What follows belongs to an exercise in optimizing a design on an open flow for small area, a short achievable clock period and few clock cycles; a production flow would make more cautious choices. Power figures rest on the tool's default switching activity, not on a simulated workload.

## job 101
==> flow/design.v <==
module glk_scrambler (
    input  wire        clk,
    input  wire        step,       
    input  wire        load,       
    input  wire [57:0] seed,
    output wire [9:0]  ks          
);
    reg  [57:0] state;
    wire [57:0] cur = load ? seed : state;
    assign ks = cur[57:48] ^ cur[38:29];
    always @(posedge clk)
        if (step)
            state <= {cur[47:0], ks};
endmodule
module glk_scrambler_ld (
    input  wire        clk,
    input  wire        step,       
    input  wire        load,       
    input  wire [57:0] seed,
    output wire [9:0]  ks          
);
    reg  [57:0] state;
    assign ks = state[57:48] ^ state[38:29];
    always @(posedge clk)
        if (load)
            state <= seed;
        else if (step)
            state <= {state[47:0], ks};
endmodule
module glk_rs_enc (
    input  wire       clk,
    input  wire       msg,
    input  wire       shift,
    input  wire       msg_n,
    input  wire [9:0] din_n,
    output wire [9:0] par_top
);
    function [9:0] gf10_mul;
        input [9:0] a;
        input [9:0] b;
        reg   [19:0] p;
        integer i;
        begin
            p = 20'd0;
            for (i = 0; i < 10; i = i + 1)
                if (b[i])
                    p = p ^ ({10'd0, a} << i);
            for (i = 19; i >= 10; i = i - 1)
                if (p[i])
                    p = p ^ (20'h00409 << (i - 10));
            gf10_mul = p[9:0];
        end
    endfunction
    localparam [349:0] GEN = {
        10'h366, 10'h3fc, 10'h352, 10'h15b, 10'h23d, 10'h0d7, 10'h066,
        10'h0a7, 10'h308, 10'h27d, 10'h0e9, 10'h1cc, 10'h132, 10'h175,
        10'h0cc, 10'h20d, 10'h242, 10'h37e, 10'h3e3, 10'h2fd, 10'h382,
        10'h2fd, 10'h2e3, 10'h0af, 10'h3df, 10'h07e, 10'h036, 10'h2f3,
        10'h04c, 10'h00e, 10'h37d, 10'h34c, 10'h0a9, 10'h0bb, 10'h07b
    };
    reg  [349:0] par;                     
    reg  [9:0]   fb;                      
    reg  [349:0] nxt;
    assign par_top = par[349:340];
    integer i;
    always @(*) begin
        nxt[9:0] = gf10_mul(fb, GEN[9:0]);
        for (i = 1; i < 35; i = i + 1)
            nxt[10*i +: 10] = par[10*(i-1) +: 10] ^ gf10_mul(fb, GEN[10*i +: 10]);
    end
    always @(posedge clk) begin
        if (msg | shift)
            par <= nxt;
        fb <= (din_n ^ ((msg | shift) ? nxt[349:340] : par[349:340])) & {10{msg_n}};
    end
endmodule
module glk_rs_syn (
    input  wire         clk,
    input  wire         en,
    input  wire         first,
    input  wire [9:0]   din,
    output wire [349:0] syn,      
    output wire [9:0]   zero
);
    function [9:0] gf10_mul;
        input [9:0] a;
        input [9:0] b;
        reg   [19:0] p;
        integer i;
        begin
            p = 20'd0;
            for (i = 0; i < 10; i = i + 1)
                if (b[i])
                    p = p ^ ({10'd0, a} << i);
            for (i = 19; i >= 10; i = i - 1)
                if (p[i])
                    p = p ^ (20'h00409 << (i - 10));
            gf10_mul = p[9:0];
        end
    endfunction
    localparam [349:0] ROOT = {
        10'h0d1, 10'h26c, 10'h136, 10'h09b, 10'h249, 10'h320, 10'h190,
        10'h0c8, 10'h064, 10'h032, 10'h019, 10'h208, 10'h104, 10'h082,
        10'h041, 10'h224, 10'h112, 10'h089, 10'h240, 10'h120, 10'h090,
        10'h048, 10'h024, 10'h012, 10'h009, 10'h200, 10'h100, 10'h080,
        10'h040, 10'h020, 10'h010, 10'h008, 10'h004, 10'h002, 10'h001
    };
    reg  [349:0] s;
    reg  [349:0] t;                       
    reg  [349:0] nxt;
    assign syn = s;
    integer j;
    always @(*)
        for (j = 0; j < 35; j = j + 1) begin
            t[10*j +: 10]   = gf10_mul(s[10*j +: 10], ROOT[10*j +: 10]);
            nxt[10*j +: 10] = (t[10*j +: 10] & {10{~first}}) ^ din;
        end
    reg  [9:0] all1, all0;
    integer k;
    always @(*)
        for (k = 0; k < 10; k = k + 1) begin
            all1[k] = 1'b1;
            all0[k] = 1'b1;
            for (j = 0; j < 35; j = j + 1) begin
                all1[k] = all1[k] &  t[10*j + k];
                all0[k] = all0[k] & ~t[10*j + k];
            end
        end
    assign zero = (din & all1) | (~din & all0);
    always @(posedge clk)
        if (en)
            s <= nxt;
endmodule
module glk_fec (
    input  wire         clk,
    input  wire         rst,
    input  wire         tx_in_valid,
    output wire         tx_in_ready,
    input  wire [9:0]   tx_in_data,
    input  wire         tx_in_reseed,
    input  wire [57:0]  tx_seed,
    output reg          tx_out_valid,
    output reg  [9:0]   tx_out_data,
    input  wire         rx_in_valid,
    input  wire [9:0]   rx_in_data,
    input  wire         rx_in_reseed,
    input  wire [57:0]  rx_seed,
    output reg          rx_out_valid,
    output reg  [9:0]   rx_out_data,
    output reg          rx_done,
    output wire         rx_ok,
    output wire [349:0] rx_syn
);
    localparam [8:0] N_MSG  = 9'd325;
    localparam [8:0] N_LAST = 9'd359;
    reg  [8:0] tx_cnt;
    reg        tx_rdy;
    reg        tx_fl;
    wire       tx_acc   = tx_in_valid & tx_rdy;
    wire       tx_step  = tx_acc | ~tx_rdy;
    wire       tx_load  = tx_acc & tx_in_reseed & (tx_cnt == 9'd0) & ~rst;
    wire [8:0] tx_cnxt  = (tx_cnt == N_LAST) ? 9'd0 : tx_cnt + 9'd1;
    wire [9:0] tx_ks;
    assign tx_in_ready = tx_rdy;
    reg        tx_v1;                     
    reg        tx_p1;                     
    reg        tx_o1;                     
    reg  [9:0] tx_d1;
    wire [9:0] tx_ptop;
    glk_scrambler_ld u_tx_scr (
        .clk  (clk),
        .step (tx_v1 | tx_p1),
        .load (tx_load),
        .seed (tx_seed),
        .ks   (tx_ks)
    );
    glk_rs_enc u_enc (
        .clk     (clk),
        .msg     (tx_v1),
        .shift   (tx_p1),
        .msg_n   (tx_acc & ~rst),
        .din_n   (tx_in_data),
        .par_top (tx_ptop)
    );
    always @(posedge clk) begin
        if (rst) begin
            tx_cnt       <= N_MSG;
            tx_rdy       <= 1'b0;
            tx_fl        <= 1'b1;
            tx_v1        <= 1'b0;
            tx_p1        <= 1'b0;
            tx_o1        <= 1'b0;
            tx_out_valid <= 1'b0;
        end else begin
            if (tx_step) begin
                tx_cnt <= tx_cnxt;
                tx_rdy <= (tx_cnxt < N_MSG);
                if (tx_cnt == N_LAST)
                    tx_fl <= 1'b0;
            end
            tx_v1        <= tx_acc;
            tx_p1        <= ~tx_rdy;
            tx_o1        <= tx_step & ~tx_fl;
            tx_out_valid <= tx_o1;
        end
        tx_d1       <= tx_in_data;
        tx_out_data <= (tx_p1 ? tx_ptop : tx_d1) ^ tx_ks;
    end
    reg  [8:0] rx_cnt;
    reg        rx_v1, rx_f1, rx_l1;
    reg  [4:0] rx_okr;                    
    wire       rx_first = (rx_cnt == 9'd0);
    wire       rx_load  = rx_in_valid & rx_in_reseed & rx_first;
    wire [9:0] rx_ks;
    wire [9:0] rx_zero;
    glk_scrambler u_rx_scr (
        .clk  (clk),
        .step (rx_in_valid),
        .load (rx_load),
        .seed (rx_seed),
        .ks   (rx_ks)
    );
    glk_rs_syn u_syn (
        .clk   (clk),
        .en    (rx_v1),
        .first (rx_f1),
        .din   (rx_out_data),
        .syn   (rx_syn),
        .zero  (rx_zero)
    );
    assign rx_ok = &rx_okr;
    always @(posedge clk) begin
        if (rst) begin
            rx_cnt       <= 9'd0;
            rx_out_valid <= 1'b0;
            rx_v1        <= 1'b0;
            rx_done      <= 1'b0;
        end else begin
            rx_out_valid <= rx_in_valid & (rx_cnt < N_MSG);
            rx_v1        <= rx_in_valid;
            rx_done      <= rx_v1 & rx_l1;
            if (rx_in_valid)
                rx_cnt <= (rx_cnt == N_LAST) ? 9'd0 : rx_cnt + 9'd1;
        end
        rx_f1       <= rx_first;
        rx_l1       <= (rx_cnt == N_LAST);
        rx_out_data <= rx_in_data ^ rx_ks;
        rx_okr      <= rx_zero[9:5] & rx_zero[4:0];
    end
endmodule
export LEC_CHECK = 0
export CAP_MARGIN = 20
export CORE_MARGIN = 2
export CORE_UTILIZATION = 40
export SETUP_SLACK_MARGIN = 2.9
export SLEW_MARGIN = 40
create_clock -name core_clock -period 5.5 [get_ports {clk}]
standard.sh (not shown) runs the stock make flow with config.mk's settings and CLKGATE_MAP_FILE= SYNTH_SCRIPT=/design/flow/synth_recipe.tcl, a recipe that flattens the netlist after the stock synthesis.
==> flow/flow/run.sh <==
#!/bin/bash
# Standard layout, with smaller port buffers and a clock tree without dummy
# loads.  Each tool's output goes to a log file in this folder.
export BUFFER_PORTS_ARGS="-buffer_cell sky130_fd_sc_hd__buf_1"
export CTS_ARGS="-sink_clustering_enable -repair_clock_nets -dont_use_dummy_load -sink_clustering_size 20 -sink_clustering_max_diameter 100"
bash standard.sh > standard.log 2>&1
Job 101: no failed stages, no open violations at the end
diff inputs: job 101 => job 102
--- a/flow/design.v
+++ b/flow/design.v
@@ -207,8 +207,9 @@
         tx_out_data <= (tx_p1 ? tx_ptop : tx_d1) ^ tx_ks;
     end
     reg  [8:0] rx_cnt;
+    reg  [9:0] rx_d1;
     reg        rx_v1, rx_f1, rx_l1;
-    reg  [4:0] rx_okr;                    
+    reg  [9:0] rx_okr;                    
     wire       rx_first = (rx_cnt == 9'd0);
     wire       rx_load  = rx_in_valid & rx_in_reseed & rx_first;
     wire [9:0] rx_ks;
@@ -224,7 +225,7 @@
         .clk   (clk),
         .en    (rx_v1),
         .first (rx_f1),
-        .din   (rx_out_data),
+        .din   (rx_d1),
         .syn   (rx_syn),
         .zero  (rx_zero)
     );
@@ -245,6 +246,7 @@
         rx_f1       <= rx_first;
         rx_l1       <= (rx_cnt == N_LAST);
         rx_out_data <= rx_in_data ^ rx_ks;
-        rx_okr      <= rx_zero[9:5] & rx_zero[4:0];
-    end
-endmodule
+        rx_d1       <= (rx_in_data ^ rx_ks) & {10{rx_in_valid}};
+        rx_okr      <= rx_zero;
+    end
+endmodule
--- outcome ---
- Worst hold slack was higher in the run labelled job 101.
- In job 102 relative to job 101, static power due to leakage had gone up by a few percent.
- Delta (job 102 minus job 101): number of H-tree levels now sits at about the same level, area used by multi-input combinational logic now sits lower, final cell count now sits at about the same level.
- From job 101 to job 102 the numbers moved as follows: final core utilization went down by 0.19 points; proportion of synthesized chip area in sequential cells went up by 0.48 points; starting density of the core was more or less identical; number of antenna violations at the first check in global routing went up by 2; via count went down by 0.48%.
- The highest-delay cell along the critical path comes out sky130_fd_sc_hd__dfxtp_2 in one run and sky130_fd_sc_hd__edfxtp_1 in the other, namely in job 102 and job 101 respectively.
- [compare] base=job 101 new=job 102: final weighted congestion in routability-driven placement saw a decrease; count of clock-buffer cells in the layout saw an increase.
No run of this note included a check of the RTL's function; only the layout flow was run.

## afterwards: timing with drivers on the ports
How much do the figures lean on ideal ports? The routed layouts below were timed once more, with nothing changed but the port constraints.
Step 1, drivers: a clkbuf_16 drives clk and a buf_2 each remaining input, both assumed.
Step 2 moves the port delays by t, midway between the first and last clock arrival at a register: inputs arrive t later, outputs are due t later. That takes back most of the time a late clock gives input paths.
Slacks: ideal ports / drivers / drivers and shift; pairs: ideal ports / drivers.
run | shift t [ns] | setup slack, ns | worst setup path after step 2
job 101 | 0.734 | 2.621 / 2.621 / 2.403 | input to register
job 102 | 0.730 | 2.755 / 2.686 / 2.353 | input to register
After both steps setup and hold are still met in every run listed. The setup slack of job 102, which loses most, moves by -0.069 ns with the drivers and by -0.402 ns with both steps.
